This design comes from an exercise in tuning for small area and a short achievable clock period on the open sky130 flow, not from production work.
No run shown here included a check of the RTL's function; only the layout flow was run.

File: design/flow/design.v
module crc_bit_step (
    input  wire [30:0] s_in,      
    input  wire        fb_f, fb_a, fb_b,
    input  wire [31:0] poly,
    input  wire        din_n,     
    output wire [30:0] s_out,     
    output wire        n31        
);
    assign n31 = ~(fb_f & poly[31]);
    assign s_out[30]    = s_in[29]    ^ (fb_f & poly[30]);
    assign s_out[29:15] = s_in[28:14] ^ ({15{fb_a}} & poly[29:15]);
    assign s_out[14:1]  = s_in[13:0]  ^ ({14{fb_b}} & poly[14:1]);
    assign s_out[0]     = ~din_n      ^ (fb_b & poly[0]);
endmodule
module crc_bit_step0 (
    input  wire [30:0] s_in,
    input  wire        fb_f, fb_a, fb_b,
    input  wire [31:0] poly,
    output wire [30:0] s_out,
    output wire        n31
);
    assign n31 = ~(fb_f & poly[31]);
    assign s_out[30]    = s_in[29]    ^ (fb_f & poly[30]);
    assign s_out[29:15] = s_in[28:14] ^ ({15{fb_a}} & poly[29:15]);
    assign s_out[14:1]  = s_in[13:0]  ^ ({14{fb_b}} & poly[14:1]);
    assign s_out[0]     = fb_b & poly[0];
endmodule
module crc_fb_copy (
    input  wire s30,
    input  wire n31,
    output wire fb
);
    assign fb = s30 ^ ~n31;
endmodule
module crc_fb_first (
    input  wire c,
    input  wire d_n,
    output wire fb
);
    assign fb = c ^ ~d_n;
endmodule
module crc_unit (
    input  wire        clk,
    input  wire        rst,           
    input  wire [2:0]  op,            
    input  wire [1:0]  size,          
    input  wire [63:0] wdata,
    input  wire [1:0]  cfg_width,     
    input  wire [31:0] cfg_poly,
    input  wire [31:0] cfg_init,
    input  wire [1:0]  cfg_reflect,   
    input  wire [31:0] cfg_xorout,
    output wire [31:0] running,
    output wire [31:0] result,
    output wire [1:0]  cmp_status,    
    output wire [63:0] bytes_fed
);
    localparam OP_RESET   = 3'd1;
    localparam OP_COMPARE = 3'd2;
    localparam OP_WRITE   = 3'd3;
    localparam OP_FEED    = 3'd4;
    reg        w8_q, w16_q;           
    reg [31:0] poly_q;                
    reg [31:0] xorout_q;              
    reg        refin_q, refout_q;
    reg [31:0] crc_q;                 
    reg [1:0]  status_q;
    reg [63:0] count_q;
    wire        do_reset = rst | (op == OP_RESET);
    wire        do_cmp   = ~rst & (op == OP_COMPARE);
    wire        do_write = ~rst & (op == OP_WRITE);
    wire        do_feed  = ~rst & (op == OP_FEED);
    wire [1:0]  c_width  = rst ? 2'd2 : cfg_width;
    wire [31:0] c_poly   = rst ? 32'h1EDC_6F41 : cfg_poly;
    wire [31:0] c_init   = cfg_init | {32{rst}};
    wire [31:0] c_xorout = cfg_xorout | {32{rst}};
    wire [1:0]  c_refl   = cfg_reflect | {2{rst}};
    wire        cw8  = c_width == 2'd0;
    wire        cw16 = c_width == 2'd1;
    wire [7:0] byte_en = {{4{size == 2'd3}}, {2{size[1]}}, size != 2'd0, 1'b1};
    wire [7:0] sel_r   = byte_en & {8{refin_q}};
    wire [7:0] sel_n   = byte_en & {8{~refin_q}};
    wire [63:0] dn;
    crc_data u_data (.wdata(wdata), .sel_r(sel_r), .sel_n(sel_n), .dn(dn));
    wire [30:0] st [0:64];            
    wire [64:0] fb_f, fb_a, fb_b;     
    wire [63:0] n31;
    genvar g;
    generate
        for (g = 0; g < 31; g = g + 1) begin : place
            assign st[0][30 - g] = crc_q[30 - g] ^ ~dn[g + 1];
        end
        crc_fb_first u_f0f (.c(crc_q[31]), .d_n(dn[0]), .fb(fb_f[0]));
        crc_fb_first u_f0a (.c(crc_q[31]), .d_n(dn[0]), .fb(fb_a[0]));
        crc_fb_first u_f0b (.c(crc_q[31]), .d_n(dn[0]), .fb(fb_b[0]));
        for (g = 0; g < 64; g = g + 1) begin : steps
            if (g < 32) begin : with_data
                crc_bit_step u_step (.s_in(st[g]), .fb_f(fb_f[g]), .fb_a(fb_a[g]), .fb_b(fb_b[g]),
                                     .poly(poly_q), .din_n(dn[32 + g]), .s_out(st[g + 1]), .n31(n31[g]));
            end else begin : no_data
                crc_bit_step0 u_step (.s_in(st[g]), .fb_f(fb_f[g]), .fb_a(fb_a[g]), .fb_b(fb_b[g]),
                                      .poly(poly_q), .s_out(st[g + 1]), .n31(n31[g]));
            end
            crc_fb_copy u_ff (.s30(st[g][30]), .n31(n31[g]), .fb(fb_f[g + 1]));
            crc_fb_copy u_fa (.s30(st[g][30]), .n31(n31[g]), .fb(fb_a[g + 1]));
            crc_fb_copy u_fb (.s30(st[g][30]), .n31(n31[g]), .fb(fb_b[g + 1]));
        end
    endgenerate
    wire [31:0] tap1 = {fb_b[8],  st[8]};
    wire [31:0] tap2 = {fb_b[16], st[16]};
    wire [31:0] tap4 = {fb_b[32], st[32]};
    wire [31:0] tap8 = {fb_b[64], st[64]};
    wire [31:0] run_w, result_w;
    wire        cmp_eq;
    crc_out u_out (.crc(crc_q), .w8(w8_q), .w16(w16_q), .refout(refout_q), .xorout(xorout_q),
                   .exp_val(wdata[31:0]), .running(run_w), .result(result_w), .eq(cmp_eq));
    wire [31:0] crc_d, poly_d;
    crc_next u_next (.crc(crc_q), .tap1(tap1), .tap2(tap2), .tap4(tap4), .tap8(tap8),
                     .size(size), .do_reset(do_reset), .do_write(do_write), .do_feed(do_feed),
                     .init(c_init), .wval(wdata[31:0]), .cw8(cw8), .cw16(cw16),
                     .w8(w8_q), .w16(w16_q), .crc_d(crc_d));
    crc_align u_palign (.v(c_poly), .a8(cw8), .a16(cw16), .y(poly_d));
    wire [3:0] inc = {do_feed & (size == 2'd3), do_feed & (size == 2'd2),
                      do_feed & (size == 2'd1), do_feed & (size == 2'd0)};
    wire [64:0] carry;
    wire [63:0] count_d;
    assign carry[0] = 1'b0;
    generate
        for (g = 0; g < 64; g = g + 1) begin : cnt
            if (g < 4) begin : low
                crc_cnt_fa u_bit (.q(count_q[g]), .a(inc[g]), .ci(carry[g]), .clr(do_reset),
                                  .d(count_d[g]), .co(carry[g + 1]));
            end else begin : high
                crc_cnt_ha u_bit (.q(count_q[g]), .ci(carry[g]), .clr(do_reset),
                                  .d(count_d[g]), .co(carry[g + 1]));
            end
        end
    endgenerate
    always @(posedge clk) begin
        crc_q   <= crc_d;
        count_q <= count_d;
        if (do_reset) begin
            w8_q     <= cw8;
            w16_q    <= cw16;
            poly_q   <= poly_d;
            xorout_q <= c_xorout & {{16{~cw8 & ~cw16}}, {8{~cw8}}, 8'hFF};
            refin_q  <= c_refl[0];
            refout_q <= c_refl[1];
            status_q <= 2'd0;
        end else if (do_cmp) begin
            status_q <= cmp_eq ? 2'd1 : 2'd2;
        end
    end
    assign running    = run_w;
    assign result     = result_w;
    assign cmp_status = status_q;
    assign bytes_fed  = count_q;
endmodule
module crc_data (
    input  wire [63:0] wdata,
    input  wire [7:0]  sel_r, sel_n,
    output reg  [63:0] dn
);
    integer i, j;
    always @(*)
        for (i = 0; i < 8; i = i + 1)
            for (j = 0; j < 8; j = j + 1)
                dn[8*i + j] = ~((sel_r[i] & wdata[8*i + j]) | (sel_n[i] & wdata[8*i + 7 - j]));
endmodule
module crc_cnt_fa (
    input  wire q, a, ci, clr,
    output wire d, co
);
    assign d  = ~clr & (q ^ a ^ ci);
    assign co = (q & a) | (q & ci) | (a & ci);
endmodule
module crc_cnt_ha (
    input  wire q, ci, clr,
    output wire d, co
);
    assign d  = ~clr & (q ^ ci);
    assign co = q & ci;
endmodule
module crc_align (
    input  wire [31:0] v,
    input  wire        a8, a16,
    output wire [31:0] y
);
    wire a32 = ~a8 & ~a16;
    assign y = {(v[31:24] & {8{a32}}) | (v[15:8] & {8{a16}}) | (v[7:0] & {8{a8}}),
                (v[23:16] & {8{a32}}) | (v[7:0] & {8{a16}}),
                v[15:0] & {16{a32}}};
endmodule
module crc_out (
    input  wire [31:0] crc,
    input  wire        w8, w16, refout,
    input  wire [31:0] xorout,
    input  wire [31:0] exp_val,
    output wire [31:0] running,
    output wire [31:0] result,
    output wire        eq
);
    wire w32 = ~w8 & ~w16;
    assign running = {crc[31:16] & {16{w32}},
                      crc[15:8] | (crc[31:24] & {8{w16}}),
                      crc[7:0] | (crc[31:24] & {8{w8}}) | (crc[23:16] & {8{w16}})};
    reg [31:0] rev;
    integer i;
    always @(*)
        for (i = 0; i < 32; i = i + 1)
            rev[i] = crc[31 - i];
    assign result = (refout ? rev : running) ^ xorout;
    wire [31:0] mask = {{16{w32}}, {8{~w8}}, 8'hFF};
    assign eq = ~|((result ^ exp_val) & mask);
endmodule
module crc_next (
    input  wire [31:0] crc, tap1, tap2, tap4, tap8,
    input  wire [1:0]  size,
    input  wire        do_reset, do_write, do_feed,
    input  wire [31:0] init, wval,
    input  wire        cw8, cw16, w8, w16,
    output reg  [31:0] crc_d
);
    wire [31:0] ld = do_reset ? init : wval;
    wire        a8  = do_reset ? cw8 : w8;
    wire        a16 = do_reset ? cw16 : w16;
    wire        a32 = ~a8 & ~a16;
    wire [31:0] ld_al = {(ld[31:24] & {8{a32}}) | (ld[15:8] & {8{a16}}) | (ld[7:0] & {8{a8}}),
                         (ld[23:16] & {8{a32}}) | (ld[7:0] & {8{a16}}),
                         ld[15:0] & {16{a32}}};
    always @(*) begin
        if (do_reset | do_write)
            crc_d = ld_al;
        else if (do_feed)
            case (size)
                2'd0:    crc_d = tap1;
                2'd1:    crc_d = tap2;
                2'd2:    crc_d = tap4;
                default: crc_d = tap8;
            endcase
        else
            crc_d = crc;
    end
endmodule
File: design/flow/run.sh
#!/bin/bash
# synth_recipe.tcl (not shown) runs the flow's synth.tcl, then flattens the netlist and writes it again
# the make line also repeats each setting of config.mk as NAME=value (left out here)
make -C /OpenROAD-flow-scripts/flow DESIGN_CONFIG=/design/flow/config.mk WORK_HOME=/design/flow/orfs CLKGATE_MAP_FILE= SYNTH_SCRIPT=/design/flow/synth_recipe.tcl finish
File: design/flow/config.mk
export PLATFORM = sky130hd
export DESIGN_NAME = crc_unit
export DESIGN_NICKNAME = crc_unit
export VERILOG_FILES = /design/flow/design.v
export SDC_FILE = /design/flow/constraint.sdc
export NUM_CORES = 4
export LEC_CHECK = 0
export CAP_MARGIN = 20
export CORE_MARGIN = 2
export CORE_UTILIZATION = 40
export SLEW_MARGIN = 20
export SYNTH_HIERARCHICAL = 1
File: design/flow/constraint.sdc
create_clock -name core_clock -period 80.0 [get_ports {clk}]
set_input_delay 16.0000 -clock core_clock [delete_from_list [all_inputs] [get_ports {clk}]]
set_output_delay 16.0000 -clock core_clock [all_outputs]
set_load 0.01 [all_outputs]
==> run_results.csv, run 1 <==
group,metric,value,unit
sta,rsz0062_at_grt,"no",
global_route,antenna_found_initial,5,
sta,final.period_utilization,59.5,%
synthesis,syn_nets,5625,
critical_path,critPathLaunchType,"input port",
route,drt_iter0_drc,3354,
synthesis,ys_seq_area_share,10.0,%
critical_path,critPathTopFamily,"XOR/XNOR gates",
sta,finClkSkew,14.5,ps
cts,cts_hold_buf,0,
cts,insertion_delay,460,ps
route,dr.pass1.iters,8,
layout,drive_above_1_share,6.70,%
critical_path,critical-path-slowest-cell,"xnor2_1",
synthesis,syn_area,40000,sq um
route,vias,35447,
flow_run,max_cap_violations,0,
critical_path,cp-end-kind,"flop",
route,drcViolationCount,0,
global_route,grt_overflow,0,
global_route,grt_pass1_vias,33675,
layout,final_util,45.2,%
sta,drv_slew,0,
placed_design,gp_congestion,0.993,
placed_design,hpwlAfterDp,102000,um
synthesis,yosys_warnings,10,
global_route,grt_usage,26.1,%
synthesis,ys.flop_type,"dfxtp_1",
sta,setup-violations-final,0,
floorplan,std_cell_rows,115,
synthesis,syn-instance-count,5390,
route,routed_wl,137000,um
critical_path,critPathArrivalTime,47900,ps
critical_path,crit_top_cell,"xnor2_1",
critical_path,path_class,"input port to flop",
route,vias_per_cell,5.09,
synthesis,postSynthAreaPerCell,7.42,sq um
global_route,grt_max_degree,81,
cts,cts-buffers-inserted,17,
synthesis,async_flop_share,0,%
route,drt-wirelength-per-cell,19.7,um
cts,cts_resized,0,
cts,cts-root-buf,"clkbuf_16",
floorplan,die_y,320,um
sta,max_freq,21.0,MHz
cts,htree_levels,4,
critical_path,required,80300,ps
sta,worstMarginPinSlew,1130,ps
synthesis,synth_edf_count,68,
route,antenna_left,0,
worst_hold_path,hold_class,"flop to flop",
cts,cts_sinks,166,
floorplan,die-area,102000,sq um
sta,fin_tns_setup,0,ps
cts,cts_tree,"yes",
layout,nNetsFinal,5894,
layout,final_common_cell,"xnor2_1",
cts,path_clk_slew,80,ps
floorplan,pin_count,301,
placed_design,port_buffers,300,
sta,slew_headroom,24.6,%
cts,cts.path.max_buffers,2,
layout,area_growth_syn_to_layout,11.7,%
global_route,grt_first_pass_wirelength,209000,um
sta,fin_crit,47590,ps
synthesis,ys_ff_latch,166,
floorplan,fp.coreArea,98700,sq um
layout,layout_common_cells,"2146 x xnor2_1, 2036 x nand2_1, 297 x clkdlybuf4s50_1, 156 x buf_4, 98 x dfxtp_1",
critical_path,cpPeakStageDelay,920,ps
sta,final-hold-violation-count,0,
critical_path,path_buf_inv,2,
synthesis,synth_cell_types,73,
run_status,status,"finished clean",
floorplan,chipWidth,320,um
cts,cts_setup_buffers,0,
critical_path,crit_fanout,15,
floorplan,start_util,40.5,%
-- area by class of cell --
type | count | area [sq um]
fillers | 9922 | 54100
multi-input cells | 5006 | 34200
repair buffers | 457 | 4170
flip-flops and latches | 166 | 4000
well taps | 1287 | 1610
clock buffers | 18 | 439
clock inverters | 14 | 178
inverters | 11 | 41.3
diodes | 3 | 7.51
-- final timing paths --
check	from	end	slack [ps]	cells past startpoint
hold / removal	status_q[0]	status_q[0]	510	2
hold reg to reg	status_q[0]	status_q[0]	510	2
setup reg to reg	refin_q	crc_q[5]	47440	120
setup / recovery	wdata[7]	crc_q[5]	32410	120
-- synthesized netlist by cell type (all sizes together) (2+ instances only) --
| cell type | number | area share, % |
|---|---|---|
| nand3b | 4 | 0.075 |
| a31o | 7 | 0.15 |
| ha | 60 | 1.9 |
| mux2 | 16 | 0.45 |
| nor2 | 18 | 0.21 |
| edfxtp | 68 | 5.1 |
| a222oi | 6 | 0.15 |
| a32oi | 4 | 0.088 |
| dfxtp | 98 | 4.9 |
| xnor3 | 2 | 0.11 |
| a221o | 8 | 0.20 |
| nor2b | 91 | 2.6 |
| o21ai | 26 | 0.33 |
| a22oi | 81 | 1.6 |
| nor4b | 19 | 0.52 |
| and3b | 2 | 0.044 |
| o22ai | 13 | 0.20 |
| a21o | 41 | 0.77 |
| xnor2 | 2178 | 48 |
| mux4 | 28 | 1.6 |
| buf | 193 | 4.9 |
| or3 | 5 | 0.078 |
| nor3b | 4 | 0.10 |
| inv | 11 | 0.10 |
| or3b | 7 | 0.15 |
| a22o | 20 | 0.48 |
| o221ai | 4 | 0.088 |
| nor3 | 9 | 0.11 |
| mux2i | 53 | 1.3 |
| and2 | 75 | 1.2 |
| a31oi | 4 | 0.063 |
| a21oi | 21 | 0.27 |
| nand3 | 10 | 0.13 |
| or2 | 62 | 0.97 |
| xor2 | 54 | 1.2 |
| fa | 4 | 0.20 |
| nand2 | 2036 | 19 |
| clkbuf | 14 | 0.13 |
| a211oi | 6 | 0.13 |
| o211ai | 6 | 0.11 |
| nor4 | 8 | 0.14 |
-- registers in the layout (all words and copies together) (netlist names) --
signal	flops
poly_q	32
status_q	2
w8_q	1
crc_q	32
refout_q	1
refin_q	1
xorout_q	32
w16_q	1
count_q	64
-- layer usage --
metal  track usage (%)  share of wire (%)  vias to the layer above
met5                 0              0.020                        -
met4              7.03                2.8                        4
met3              4.20                7.9                      198
met2              42.2                 45                     1240
met1              35.8                 44                    16603
li1                  -                  -                    17402
-- worst reg2reg max path: cells and delay by family (launching register included) --
family / cells / cell delay, ps
buffers and inverters: 2 / 640
and+or+nand+nor: 49 / 7860
DFF: 1 / 810
xor gates and xnor gates: 65 / 21980
muxes: 2 / 620
AOI/OAI and AO/OA: 2 / 460
-- modules after synthesis (local to each module, per instance), a selection --
module	cell area [sq um]	times used	cells
crc_unit	5200	1	342
crc_next	2190	1	233
crc_out	1780	1	239
crc_data	706	1	80
crc_bit_step0	408	32	64
crc_align	393	1	47
crc_cnt_fa	33.8	4	2
crc_cnt_ha	26.3	60	2
crc_fb_first	8.76	3	1
crc_fb_copy	8.76	190	1
-- cells by family (layout without fill, tap and decap cells) --
group,Yosys count,count (layout),share of synthesized area (%)
buffers and inverters,218,500,5.14
AOI/OAI and AO/OA,256,256,4.87
adders and majority gates,64,64,2.08
xor gates and xnor gates,2234,2234,49.0
and+or+nand+nor,2354,2354,25.5
other,1,4,0.00938
DFF,166,166,10.0
muxes,97,97,3.36
-- metrics by stage --
step,cell area (sq um),setup slack [ps],instances,hold WS (ps)
floorplan,40000,36580,5390,508
global placement,43800,32440,6925,482
detailed placement,43900,31610,6926,489
CTS,44500,31830,6958,504
global route,44600,28860,6961,539
finish,44600,32410,6962,505
==> run 2, diff against run 1 <==
==> design/flow/flow/run.sh (new file) <==
#!/bin/bash
set -euo pipefail
MARGIN=$(cat "$(dirname "$0")/margin.txt")
bash standard.sh SETUP_SLACK_MARGIN="$MARGIN" finish > make_finish.log 2>&1
==> design/flow/flow/margin.txt (new file) <==
40
==> design/flow/standard.sh (new file) <==
#!/bin/bash
# synth_recipe.tcl (not shown) runs the flow's synth.tcl, then flattens the netlist and writes it again
# the make line also repeats each setting of config.mk as NAME=value (left out here)
make -C /OpenROAD-flow-scripts/flow DESIGN_CONFIG=/design/flow/config.mk WORK_HOME=/design/flow/orfs CLKGATE_MAP_FILE= SYNTH_SCRIPT=/design/flow/synth_recipe.tcl "${@:-finish}"
removed: design/flow/run.sh
==> run 2 against run 1 <==
Effect of this change: still clean on timing, DRC and antenna; setup slack better by 6500 ps; cell area up 9.3%; routed wire length up 5.8%; non-clock buffer count up 225; first-iteration DRC count up 6.1%; synthesized cell count unchanged; register-to-register slack better by 5800 ps; cell count up 3.3%; clock skew down 1.4 ps; critical path depth up 11; flip-flop and latch count unchanged; critical path type unchanged.
==> run_results.csv, run 2 <==
group,metric,value,unit
synthesis,yosys_warnings,10,
layout,nNetsFinal,6120,
cts,cts_sinks,166,
layout,area_growth_syn_to_layout,22.1,%
global_route,busiest_layer,"met2",
layout,nFillCells,9376,
sta,final-hold-violation-count,0,
layout,largest_register_ffs,64,
synthesis,syn_nets,5625,
sta,final.period_utilization,51.4,%
worst_hold_path,hold_depth,2,
critical_path,critPathArrivalTime,41440,ps
synthesis,syn_area,40000,sq um
synthesis,synth_cell_types,73,
critical_path,path_class,"input port to flop",
sta,drv_slew,0,
synthesis,syn-instance-count,5390,
global_route,gr-usage-met1,35.7,%
floorplan,chipWidth,320,um
worst_hold_path,hold_start,"status_q[1]",
synthesis,synth_top_area_cell,"xnor2_1",
placed_design,place_area,43900,sq um
route,routed_wl,145000,um
global_route,grt_use_met3,5.83,%
route,vias_per_cell,5.15,
floorplan,die-area,102000,sq um
route,dr.pass1.iters,8,
sta,fin_tns_setup,0,ps
floorplan,die_y,320,um
synthesis,ys_seq_area_share,10.0,%
cts,cts-buffers-inserted,17,
placed_design,gp_congestion,0.981,
critical_path,required,80290,ps
critical_path,critPathTopFamily,"XOR/XNOR gates",
floorplan,start_util,40.5,%
synthesis,synth_edf_count,68,
critical_path,critical-path-slowest-cell,"mux4_2",
cts,htree_levels,4,
sta,rsz0062_at_grt,"yes",
route,drt-wirelength-per-cell,20.2,um
global_route,grt_pass1_vias,35135,
cts,path_clk_slew,70,ps
cts,cts_hold_buf,0,
synthesis,ys_top_cells_by_count,"2178 x xnor2_1, 2036 x nand2_1, 154 x buf_6",
cts,cts_tree,"yes",
critical_path,critPathLaunch,"wdata[6]",
layout,drive_above_1_share,14.8,%
critical_path,crit_fanout,15,
cts,cts.path.max_buffers,2,
route,drcViolationCount,0,
sta,setup-violations-final,0,
floorplan,std_cell_rows,115,
route,vias,37064,
placed_design,hpwlAfterDp,104000,um
worst_hold_path,hold_class,"flop to flop",
sta,finClkSkew,13.1,ps
placed_design,port_buffers,300,
critical_path,critPathLaunchType,"input port",
global_route,grt_overflow,0,
critical_path,cp-end-kind,"flop",
global_route,grt_first_pass_wirelength,217000,um
synthesis,ys.flop_type,"dfxtp_1",
synthesis,ys_ff_latch,166,
global_route,grt_max_degree,102,
critical_path,cpPeakStageDelay,470,ps
floorplan,pin_count,301,
global_route,met2_usage,43.5,%
layout,layout_common_cells,"1976 x xnor2_1, 1951 x nand2_1, 366 x buf_4, 289 x clkdlybuf4s50_1, 138 x xnor2_2",
synthesis,postSynthAreaPerCell,7.42,sq um
sta,slew_headroom,25.8,%
sta,max_freq,24.3,MHz
route,antenna_left,0,
layout,largest_register,"count_q",
synthesis,synth.most_common_cell,"xnor2_1",
synthesis,yosys-top-cells-area,"xnor2_1 48%, nand2_1 19%, edfxtp_1 5.1%",
synthesis,async_flop_share,0,%
critical_path,path_buf_inv,15,
route,drt_iter0_drc,3560,
critical_path,crit_top_cell,"xnor2_2",
cts,cts-root-buf,"clkbuf_16",
run_status,status,"finished clean",
sta,worstMarginPinSlew,1110,ps
critical_path,r2r_start,"refin_q",
cts,insertion_delay,460,ps
critical_path,r2r.worst_path.cells,132,
critical_path,worst-path-stages,131,
flow_run,max_cap_violations,0,
global_route,antenna_found_initial,14,
layout,fin_area,48800,sq um
floorplan,fp.coreArea,98700,sq um
layout,final_common_cell,"xnor2_1",
sta,fin_crit,41140,ps
synthesis,synth_top_area_share,47.7,%
global_route,grt_usage,27.2,%
-- run 2: modules after synthesis, one instance, submodules excluded, excerpt --
module         cells inside  times used
crc_bit_step             65          32
crc_bit_step0            64          32
crc_cnt_fa                2           4
crc_cnt_ha                2          60
crc_data                 80           1
crc_fb_copy               1         190
crc_fb_first              1           3
crc_next                233           1
crc_out                 239           1
crc_unit                342           1
-- run 2: layout make-up --
type	count	area (sq um)	share of cell area, %
antenna	10	25.0	0.0513
clock buffer	18	429	0.879
clock inverter	14	158	0.323
inverter	11	41.3	0.0846
multi-input combinational	5007	36500	74.8
sequential	166	4000	8.20
tap	1287	1610	3.30
timing repair buffer	682	6030	12.3
-- run 2: worst register-to-register path, delay by kind of cell, from the launching register on --
| kind | cells | cell delay (ps) |
|---|---|---|
| flip-flops | 1 | 830 |
| buffers and inverters | 15 | 3430 |
| AO/OA/AOI/OAI | 2 | 410 |
| XOR/XNOR | 65 | 15790 |
| AND/OR/NAND/NOR | 48 | 5520 |
| multiplexers | 2 | 630 |
-- run 2: cell families after synthesis --
logic type / synth area share, %
AO/OA/AOI/OAI: 4.87
adder cells (fa/ha/maj): 2.08
other: 0.00938
buffers and inverters: 5.14
XOR/XNOR: 49.0
flip-flops: 10.0
AND/OR/NAND/NOR: 25.5
multiplexers: 3.36
-- run 2: what timing repair did --
action / in CTS / in global routing
setup buffers: 127 / 96
resized for setup: 304 / 92
setup endpoints to repair: 32 / 32
pin swaps: 63 / 89
endpoints found under the hold margin: 0 / 0
gates cloned: 1 / 0
-- run 2: worst paths after layout --
path,to,slack [ps]
setup reg to reg,crc_q[10],53280
setup / recovery,crc_q[10],38860
hold reg to reg,status_q[1],520
hold / removal,status_q[1],520
-- run 2: per-stage QoR --
step	utilization, %	cells	worst slack (ps)	hold slack, ps
finish	49.5	7195	38860	516
global route	49.4	7193	37640	525
CTS	48.2	7089	39970	510
detailed placement	44.5	6929	31320	496
global placement	44.5	6928	32350	483
floorplan	-	5390	36670	508
-- run 2: layer usage --
| metal | vias up | wire, um |
|---|---|---|
| li1 | 17893 | - |
| met4 | 4 | 5630 |
| met2 | 1450 | 65800 |
| met3 | 280 | 12900 |
| met1 | 17437 | 60800 |
| met5 | - | 169 |
==> run 3, diff against run 2 <==
--- a/design/flow/design.v
+++ b/design/flow/design.v
@@ -1,35 +1,34 @@
 module crc_bit_step (
     input  wire [30:0] s_in,      
-    input  wire        fb_f, fb_a, fb_b,
-    input  wire [31:0] poly,
+    input  wire        fb_f, fb_a, fb_b, fb_c,
+    input  wire [30:0] poly,      
     input  wire        din_n,     
-    output wire [30:0] s_out,     
-    output wire        n31        
-);
-    assign n31 = ~(fb_f & poly[31]);
+    output wire [30:0] s_out      
+);
     assign s_out[30]    = s_in[29]    ^ (fb_f & poly[30]);
-    assign s_out[29:15] = s_in[28:14] ^ ({15{fb_a}} & poly[29:15]);
-    assign s_out[14:1]  = s_in[13:0]  ^ ({14{fb_b}} & poly[14:1]);
-    assign s_out[0]     = ~din_n      ^ (fb_b & poly[0]);
+    assign s_out[29:26] = s_in[28:25] ^ ({4{fb_a}} & poly[29:26]);
+    assign s_out[25:13] = s_in[24:12] ^ ({13{fb_b}} & poly[25:13]);
+    assign s_out[12:1]  = s_in[11:0]  ^ ({12{fb_c}} & poly[12:1]);
+    assign s_out[0]     = ~din_n      ^ (fb_c & poly[0]);
 endmodule
 module crc_bit_step0 (
     input  wire [30:0] s_in,
-    input  wire        fb_f, fb_a, fb_b,
-    input  wire [31:0] poly,
-    output wire [30:0] s_out,
-    output wire        n31
-);
-    assign n31 = ~(fb_f & poly[31]);
+    input  wire        fb_f, fb_a, fb_b, fb_c,
+    input  wire [30:0] poly,
+    output wire [30:0] s_out
+);
     assign s_out[30]    = s_in[29]    ^ (fb_f & poly[30]);
-    assign s_out[29:15] = s_in[28:14] ^ ({15{fb_a}} & poly[29:15]);
-    assign s_out[14:1]  = s_in[13:0]  ^ ({14{fb_b}} & poly[14:1]);
-    assign s_out[0]     = fb_b & poly[0];
+    assign s_out[29:26] = s_in[28:25] ^ ({4{fb_a}} & poly[29:26]);
+    assign s_out[25:13] = s_in[24:12] ^ ({13{fb_b}} & poly[25:13]);
+    assign s_out[12:1]  = s_in[11:0]  ^ ({12{fb_c}} & poly[12:1]);
+    assign s_out[0]     = fb_c & poly[0];
 endmodule
 module crc_fb_copy (
     input  wire s30,
-    input  wire n31,
-    output wire fb
-);
-    assign fb = s30 ^ ~n31;
+    input  wire fb,
+    input  wire p31,
+    output wire fb_next
+);
+    assign fb_next = s30 ^ (fb & p31);
 endmodule
 module crc_fb_first (
@@ -84,6 +83,5 @@
     crc_data u_data (.wdata(wdata), .sel_r(sel_r), .sel_n(sel_n), .dn(dn));
     wire [30:0] st [0:64];            
-    wire [64:0] fb_f, fb_a, fb_b;     
-    wire [63:0] n31;
+    wire [64:0] fb_f, fb_a, fb_b, fb_c;   
     genvar g;
     generate
@@ -94,21 +92,24 @@
         crc_fb_first u_f0a (.c(crc_q[31]), .d_n(dn[0]), .fb(fb_a[0]));
         crc_fb_first u_f0b (.c(crc_q[31]), .d_n(dn[0]), .fb(fb_b[0]));
+        crc_fb_first u_f0c (.c(crc_q[31]), .d_n(dn[0]), .fb(fb_c[0]));
         for (g = 0; g < 64; g = g + 1) begin : steps
             if (g < 32) begin : with_data
                 crc_bit_step u_step (.s_in(st[g]), .fb_f(fb_f[g]), .fb_a(fb_a[g]), .fb_b(fb_b[g]),
-                                     .poly(poly_q), .din_n(dn[32 + g]), .s_out(st[g + 1]), .n31(n31[g]));
+                                     .fb_c(fb_c[g]), .poly(poly_q[30:0]), .din_n(dn[32 + g]),
+                                     .s_out(st[g + 1]));
             end else begin : no_data
                 crc_bit_step0 u_step (.s_in(st[g]), .fb_f(fb_f[g]), .fb_a(fb_a[g]), .fb_b(fb_b[g]),
-                                      .poly(poly_q), .s_out(st[g + 1]), .n31(n31[g]));
+                                      .fb_c(fb_c[g]), .poly(poly_q[30:0]), .s_out(st[g + 1]));
             end
-            crc_fb_copy u_ff (.s30(st[g][30]), .n31(n31[g]), .fb(fb_f[g + 1]));
-            crc_fb_copy u_fa (.s30(st[g][30]), .n31(n31[g]), .fb(fb_a[g + 1]));
-            crc_fb_copy u_fb (.s30(st[g][30]), .n31(n31[g]), .fb(fb_b[g + 1]));
+            crc_fb_copy u_ff (.s30(st[g][30]), .fb(fb_f[g]), .p31(poly_q[31]), .fb_next(fb_f[g + 1]));
+            crc_fb_copy u_fa (.s30(st[g][30]), .fb(fb_f[g]), .p31(poly_q[31]), .fb_next(fb_a[g + 1]));
+            crc_fb_copy u_fb (.s30(st[g][30]), .fb(fb_f[g]), .p31(poly_q[31]), .fb_next(fb_b[g + 1]));
+            crc_fb_copy u_fc (.s30(st[g][30]), .fb(fb_f[g]), .p31(poly_q[31]), .fb_next(fb_c[g + 1]));
         end
     endgenerate
-    wire [31:0] tap1 = {fb_b[8],  st[8]};
-    wire [31:0] tap2 = {fb_b[16], st[16]};
-    wire [31:0] tap4 = {fb_b[32], st[32]};
-    wire [31:0] tap8 = {fb_b[64], st[64]};
+    wire [31:0] tap1 = {fb_c[8],   st[8]};
+    wire [31:0] tap2 = {fb_c[16], st[16]};
+    wire [31:0] tap4 = {fb_c[32], st[32]};
+    wire [31:0] tap8 = {fb_c[64], st[64]};
     wire [31:0] run_w, result_w;
     wire        cmp_eq;
==> design/flow/run.sh (new file) <==
#!/bin/bash
# synth_recipe.tcl (not shown) runs the flow's synth.tcl, then flattens the netlist and writes it again
# the make line also repeats each setting of config.mk as NAME=value (left out here)
make -C /OpenROAD-flow-scripts/flow DESIGN_CONFIG=/design/flow/config.mk WORK_HOME=/design/flow/orfs CLKGATE_MAP_FILE= SYNTH_SCRIPT=/design/flow/synth_recipe.tcl finish
removed: design/flow/flow/run.sh
removed: design/flow/flow/margin.txt
removed: design/flow/standard.sh
==> run 3 against run 2 <==
Effect of this change: still clean; cell area is 5.8% lower; clock skew is 6.3 ps higher; fmax is 16% lower; core utilization is 4.4 points lower; global-route usage is 0.50 points higher; synthesized cell count is 4.7% higher; critical path type unchanged; critical endpoint is now crc_q[12].
==> run_results.csv, run 3 <==
group,metric,value,unit
route,routed_wl,151000,um
sta,slew_headroom,21.1,%
cts,cts-root-buf,"clkbuf_16",
synthesis,async_flop_share,0,%
critical_path,crit_fanout,13,
sta,drv_slew,0,
synthesis,yosys_warnings,10,
floorplan,pin_count,301,
critical_path,critPathArrivalTime,49580,ps
layout,final_common_cell,"nand2_1",
floorplan,die_y,325,um
floorplan,die-area,106000,sq um
route,dr.pass1.iters,6,
route,drt_iter0_drc,3488,
sta,rsz0062_at_grt,"no",
layout,final_util,45.1,%
layout,drive_above_1_share,6.39,%
synthesis,ys.flop_type,"dfxtp_1",
sta,fin_crit,49260,ps
cts,cts_setup_buffers,0,
critical_path,cpPeakStageDelay,710,ps
cts,insertion_delay,460,ps
synthesis,ys_ff_latch,166,
global_route,antenna_found_initial,16,
critical_path,cp-end-kind,"flop",
placed_design,port_buffers,300,
synthesis,ys_seq_area_share,9.71,%
route,vias,37355,
run_status,status,"finished clean",
critical_path,path_class,"input port to flop",
synthesis,synth_top_area_share,47.6,%
placed_design,gp_congestion,1.03,
layout,nFillCells,10296,
cts,cts-buffers-inserted,17,
cts,htree_levels,4,
synthesis,postSynthAreaPerCell,7.31,sq um
synthesis,syn_nets,5878,
synthesis,synth_cell_types,73,
sta,final-hold-violation-count,0,
sta,worstMarginPinSlew,1180,ps
synthesis,yosys-top-cells-area,"xnor2_1 48%, nand2_1 20%, edfxtp_1 5.0%",
global_route,grt_max_degree,105,
critical_path,critical-path-slowest-cell,"xnor2_1",
floorplan,fp.coreArea,102000,sq um
sta,setup-violations-final,0,
sta,finClkSkew,19.4,ps
global_route,grt_usage,27.7,%
layout,layout_common_cells,"2225 x nand2_1, 2212 x xnor2_1, 297 x clkdlybuf4s50_1, 160 x buf_4, 98 x dfxtp_1",
synthesis,synth.most_common_cell,"xnor2_1",
layout,nNetsFinal,6151,
synthesis,ys_top_cells_by_count,"2242 x xnor2_1, 2225 x nand2_1, 154 x buf_6",
route,vias_per_cell,5.11,
critical_path,required,80310,ps
synthesis,synth_edf_count,68,
cts,path_clk_slew,80,ps
cts,cts_resized,0,
critical_path,critPathLaunchType,"input port",
cts,cts_tree,"yes",
global_route,grt_overflow,0,
floorplan,std_cell_rows,117,
cts,cts_sinks,166,
synthesis,synth_top_area_cell,"xnor2_1",
sta,fin_hold_ws,502,ps
layout,largest_register_ffs,64,
critical_path,crit_top_cell,"xnor2_1",
flow_run,max_cap_violations,0,
layout,area_growth_syn_to_layout,11.5,%
global_route,grt_pass1_vias,34740,
route,drcViolationCount,0,
cts,cts_hold_buf,0,
cts,cts.path.max_buffers,2,
worst_hold_path,hold_class,"flop to flop",
sta,max_freq,20.3,MHz
sta,fin_tns_setup,0,ps
synthesis,syn_area,41200,sq um
layout,largest_register,"count_q",
route,drt-wirelength-per-cell,20.7,um
synthesis,syn-instance-count,5643,
floorplan,start_util,40.4,%
sta,final.period_utilization,61.6,%
route,antenna_left,0,
floorplan,chipWidth,325,um
global_route,grt_first_pass_wirelength,226000,um
placed_design,hpwlAfterDp,115000,um
## run 3: cell types whose count changed in the layout (fill, tap and decap cells not counted), sizes merged
cell,change
buf,-225
bufinv,+2
clkbuf,+1
clkdlybuf4s15,-2
clkdlybuf4s50,+8
clkinvlp,+2
diode,+1
dlygate4sd2,-2
inv,-5
nand2,+189
xnor2,+63
## run 3: cell type report
class	count	area (sq um)	area share (%)
Inverter	11	41.3	0.0898
Timing Repair Buffer	461	4190	9.12
Sequential cell	166	4000	8.70
Clock inverter	13	145	0.316
Tap cell	1368	1710	3.72
Multi-Input combinational cell	5259	35400	77.1
Antenna cell	11	27.5	0.0598
Clock buffer	19	433	0.941
## run 3: per-module statistics from Yosys (local to each module, per instance), excerpt
| module | cell area, sq um | copies in the design | cells |
|---|---|---|---|
| crc_fb_first | 8.76 | 4 | 1 |
| crc_data | 706 | 1 | 80 |
| crc_next | 2190 | 1 | 233 |
| crc_unit | 5200 | 1 | 342 |
| crc_bit_step | 410 | 32 | 64 |
| crc_align | 393 | 1 | 47 |
| crc_out | 1780 | 1 | 239 |
| crc_fb_copy | 12.5 | 253 | 2 |
| crc_cnt_ha | 26.3 | 60 | 2 |
| crc_bit_step0 | 404 | 32 | 63 |
## run 3: metal layers
metal  track usage [%]  up-vias  part of all wire (%)
met2              43.6     1533                    44
met1              37.1    17359                    43
li1                  -    18175                     -
met4              11.9        2                   4.6
met3              4.52      286                   7.9
met5                 0        -                0.0086
## run 3: final timing paths
check / end / cells past startpoint / slack (ps) / from
worst max-delay path: crc_q[12] / 127 / 30740 / wdata[7]
worst max register to register: crc_q[12] / 127 / 45790 / refin_q
worst min register to register: status_q[1] / 2 / 500 / status_q[1]
worst min-delay path: status_q[1] / 2 / 500 / status_q[1]
## run 3: logic make-up (layout without fill, tap and decap cells)
kind of cell / count (synthesis) / count (layout) / share of synthesized area [%]
buffers and inverters: 218 / 504 / 4.98
AND/OR/NAND/NOR: 2543 / 2543 / 26.5
adder cells (fa/ha/maj): 64 / 64 / 2.01
other: 1 / 12 / 0.00909
multiplexers: 97 / 97 / 3.25
AO/OA/AOI/OAI: 256 / 256 / 4.72
XOR/XNOR: 2298 / 2298 / 48.9
flip-flops: 166 / 166 / 9.71
## run 3: stage by stage
step / std cells / worst slack [ps] / area (sq um)
floorplan: 5643 / 22850 / 41200
global placement: 7264 / 32100 / 45200
detailed placement: 7264 / 31250 / 45300
CTS: 7296 / 31550 / 45800
global route: 7308 / 26500 / 46000
finish: 7308 / 30740 / 46000
## run 3: worst max-delay path, delay by kind of cell
kind / cells / cell delay (ps)
AOI/OAI and AO/OA: 2 / 500
xor gates and xnor gates: 65 / 24870
buffers and inverters: 1 / 570
muxes: 2 / 630
and+or+nand+nor: 57 / 6930
==> run 4, diff against run 3 <==
==> design/flow/flow/run.sh (new file) <==
#!/bin/bash
set -euo pipefail
MARGIN=$(cat "$(dirname "$0")/margin.txt")
bash standard.sh SETUP_SLACK_MARGIN="$MARGIN" finish > make_finish.log 2>&1
==> design/flow/flow/margin.txt (new file) <==
40
==> design/flow/standard.sh (new file) <==
#!/bin/bash
# synth_recipe.tcl (not shown) runs the flow's synth.tcl, then flattens the netlist and writes it again
# the make line also repeats each setting of config.mk as NAME=value (left out here)
make -C /OpenROAD-flow-scripts/flow DESIGN_CONFIG=/design/flow/config.mk WORK_HOME=/design/flow/orfs CLKGATE_MAP_FILE= SYNTH_SCRIPT=/design/flow/synth_recipe.tcl "${@:-finish}"
removed: design/flow/run.sh
==> run 4 against run 3 <==
Effect of this change: flip-flop and latch count unchanged; synthesized cell count stayed put; clock skew barely moved; cell area is 9.1% higher; synthesized area unchanged; die area unchanged; critical path type unchanged.
==> run_results.csv, run 4 <==
group,metric,value,unit
route,drt-wirelength-per-cell,20.0,um
critical_path,path_class,"input port to flop",
placed_design,dpl_worst_slack,34110,ps
flow_run,max_cap_violations,0,
sta,rsz0062_at_grt,"yes",
synthesis,yosys-top-cells-area,"xnor2_1 48%, nand2_1 20%, edfxtp_1 5.0%",
floorplan,chipWidth,325,um
critical_path,cpPeakStageDelay,520,ps
synthesis,yosys_warnings,10,
synthesis,ys.flop_type,"dfxtp_1",
cts,insertion_delay,470,ps
placed_design,hpwlAfterDp,109000,um
floorplan,die-area,106000,sq um
global_route,grt_first_pass_wirelength,223000,um
layout,final_common_cell,"nand2_1",
sta,timing.final.ws_setup,39520,ps
route,drcViolationCount,0,
placed_design,port_buffers,300,
critical_path,crit_top_cell,"xnor2_2",
layout,largest_register_ffs,64,
critical_path,critical-path-slowest-cell,"mux4_2",
route,dr.pass1.iters,6,
sta,fin_crit,40480,ps
critical_path,required,80320,ps
run_status,status,"finished clean",
synthesis,synth_cell_types,73,
floorplan,fp.coreArea,102000,sq um
floorplan,std_cell_rows,117,
layout,drive_above_1_share,14.0,%
synthesis,ys_top_cells_by_count,"2242 x xnor2_1, 2225 x nand2_1, 154 x buf_6",
sta,max_freq,24.7,MHz
cts,cts_tree,"yes",
synthesis,synth_edf_count,68,
layout,stdcell_count,7477,
global_route,grt_pass1_vias,36324,
critical_path,crit_fanout,6,
sta,fin_tns_setup,0,ps
synthesis,synth.most_common_cell,"xnor2_1",
layout,layout_common_cells,"2171 x nand2_1, 1987 x xnor2_1, 321 x buf_4, 289 x clkdlybuf4s50_1, 195 x xnor2_2",
placed_design,dpl.cell_count,7262,
sta,slew_headroom,24.1,%
synthesis,syn_area,41200,sq um
route,routed_wl,149000,um
global_route,grt_max_degree,121,
synthesis,ys_ff_latch,166,
route,vias_per_cell,5.12,
global_route,antenna_found_initial,13,
sta,final-hold-violation-count,0,
sta,finClkSkew,19.3,ps
placed_design,gp_congestion,0.948,
synthesis,postSynthAreaPerCell,7.31,sq um
layout,nFillCells,9811,
sta,setup-violations-final,0,
critical_path,critPathLaunchType,"input port",
route,drt_iter0_drc,3655,
worst_hold_path,hold_class,"flop to flop",
floorplan,die_y,325,um
cts,cts_sinks,166,
synthesis,synth_top_area_cell,"xnor2_1",
sta,drv_slew,0,
global_route,grt_overflow,0,
route,antenna_left,0,
synthesis,syn_nets,5878,
cts,cts.path.max_buffers,2,
sta,worstMarginPinSlew,1130,ps
synthesis,synth_top_area_share,47.6,%
global_route,grt_usage,26.8,%
route,vias,38286,
cts,cts-buffers-inserted,17,
cts,path_clk_slew,80,ps
critical_path,critPathArrivalTime,40800,ps
floorplan,pin_count,301,
critical_path,cp-end-kind,"flop",
synthesis,async_flop_share,0,%
synthesis,ys_seq_area_share,9.71,%
layout,nNetsFinal,6328,
floorplan,start_util,40.4,%
sta,final.period_utilization,50.6,%
synthesis,syn-instance-count,5643,
cts,htree_levels,4,
layout,area_growth_syn_to_layout,21.7,%
layout,largest_register,"count_q",
cts,cts-root-buf,"clkbuf_16",
==> run 4: cell families (layout without fill, tap and decap cells) <==
family | Yosys count | count (layout) | synth area share, %
xor+xnor | 2298 | 2300 | 48.9
buf+inv | 218 | 679 | 4.98
compound gates | 256 | 256 | 4.72
simple gates | 2543 | 2543 | 26.5
mux | 97 | 97 | 3.25
fa+ha+maj | 64 | 64 | 2.01
other cells | 1 | 4 | 0.00909
flops | 166 | 166 | 9.71
==> run 4: modules after synthesis (local to each module, per instance), a selection <==
module         flip-flops and latches  copies in the design
crc_align                           0                     1
crc_bit_step                        0                    32
crc_bit_step0                       0                    32
crc_cnt_fa                          0                     4
crc_cnt_ha                          0                    60
crc_data                            0                     1
crc_fb_copy                         0                   253
crc_fb_first                        0                     4
crc_out                             0                     1
crc_unit                          166                     1
==> run 4: area by class of cell <==
cell class,count,area [sq um],share of cell area [%]
sequential,166,4000,7.98
inverter,11,41.3,0.0823
tap,1368,1710,3.41
clock buffer,18,439,0.875
clock inverter,14,186,0.371
multi-input combinational,5261,38100,75.9
antenna,3,7.51,0.0150
timing repair buffer,636,5710,11.4
==> run 4: stage by stage <==
| stage | hold WS, ps | util (%) | cell area [sq um] |
|---|---|---|---|
| global placement | 489 | 44.9 | 45800 |
| finish | 507 | 49.2 | 50200 |
| floorplan | 508 | - | 41800 |
| global route | 547 | 49.2 | 50200 |
| CTS | 513 | 47.4 | 48400 |
| detailed placement | 499 | 44.9 | 45800 |
==> run 4: worst max-delay path: cells and delay by family <==
kind / cells / cell delay [ps]
buffers and inverters: 15 / 2100
multiplexers: 2 / 710
XOR/XNOR: 65 / 15780
AND/OR/NAND/NOR: 48 / 5810
AO/OA/AOI/OAI: 2 / 350
==> run 4: path summary, 6_finish.rpt <==
kind / start / to / slack, ps / cells after the start
worst max-delay path: wdata[0] / crc_q[23] / 39520 / 132
worst min-delay path: status_q[0] / status_q[0] / 510 / 2
worst max register to register: refin_q / crc_q[23] / 54070 / 132
worst min register to register: status_q[0] / status_q[0] / 510 / 2
==> run 4: metal layers <==
| layer | up-vias | GRT usage (%) | share of wire (%) |
|---|---|---|---|
| li1 | 18526 | - | - |
| met1 | 17843 | 35.1 | 42 |
| met2 | 1601 | 42.3 | 44 |
| met3 | 308 | 6.18 | 9.4 |
| met4 | 8 | 10.6 | 4.6 |
| met5 | - | 0 | 0.038 |
==> run 4: timing repair <==
item,4_1_cts,5_1_grt
pin swaps,94,112
resized for setup,174,144
gates cloned,2,1
buffers inserted,103,74
endpoints found under the setup margin,32,32
hold buffers,0,0

[re-timing with driven ports]
The results above use ideal ports. As a check the final layouts listed here were re-extracted and re-timed, cells and wires unchanged.
Step 1: set_driving_cell puts a clkbuf_16 on clk and a buf_2 on each other input, an assumption about the parent block.
Step 2, shift: input delay + t, output delay - t, t = (earliest + latest rising clock arrival at the registers) / 2. This alone moves slack from input paths to output paths.
Slacks: no drivers / after step 1 / after step 2; pairs: no drivers / after step 1.
run	shift t [ns]	slack for setup (ns)	hold WS [ns]	cell pins on the clock port's net
run 1	0.501	32.406 / 32.410 / 31.909	0.505 / 0.505 / 0.505	1
run 2	0.502	38.857 / 38.868 / 38.367	0.516 / 0.516 / 0.516	1
run 3	0.508	30.735 / 30.769 / 30.261	0.502 / 0.502 / 0.502	1
run 4	0.520	39.519 / 39.532 / 39.013	0.507 / 0.507 / 0.507	1
After both steps setup and hold are still met in every run listed. The setup slack of run 4, which loses most, moves by +0.013 ns with the drivers and by -0.506 ns with both steps.
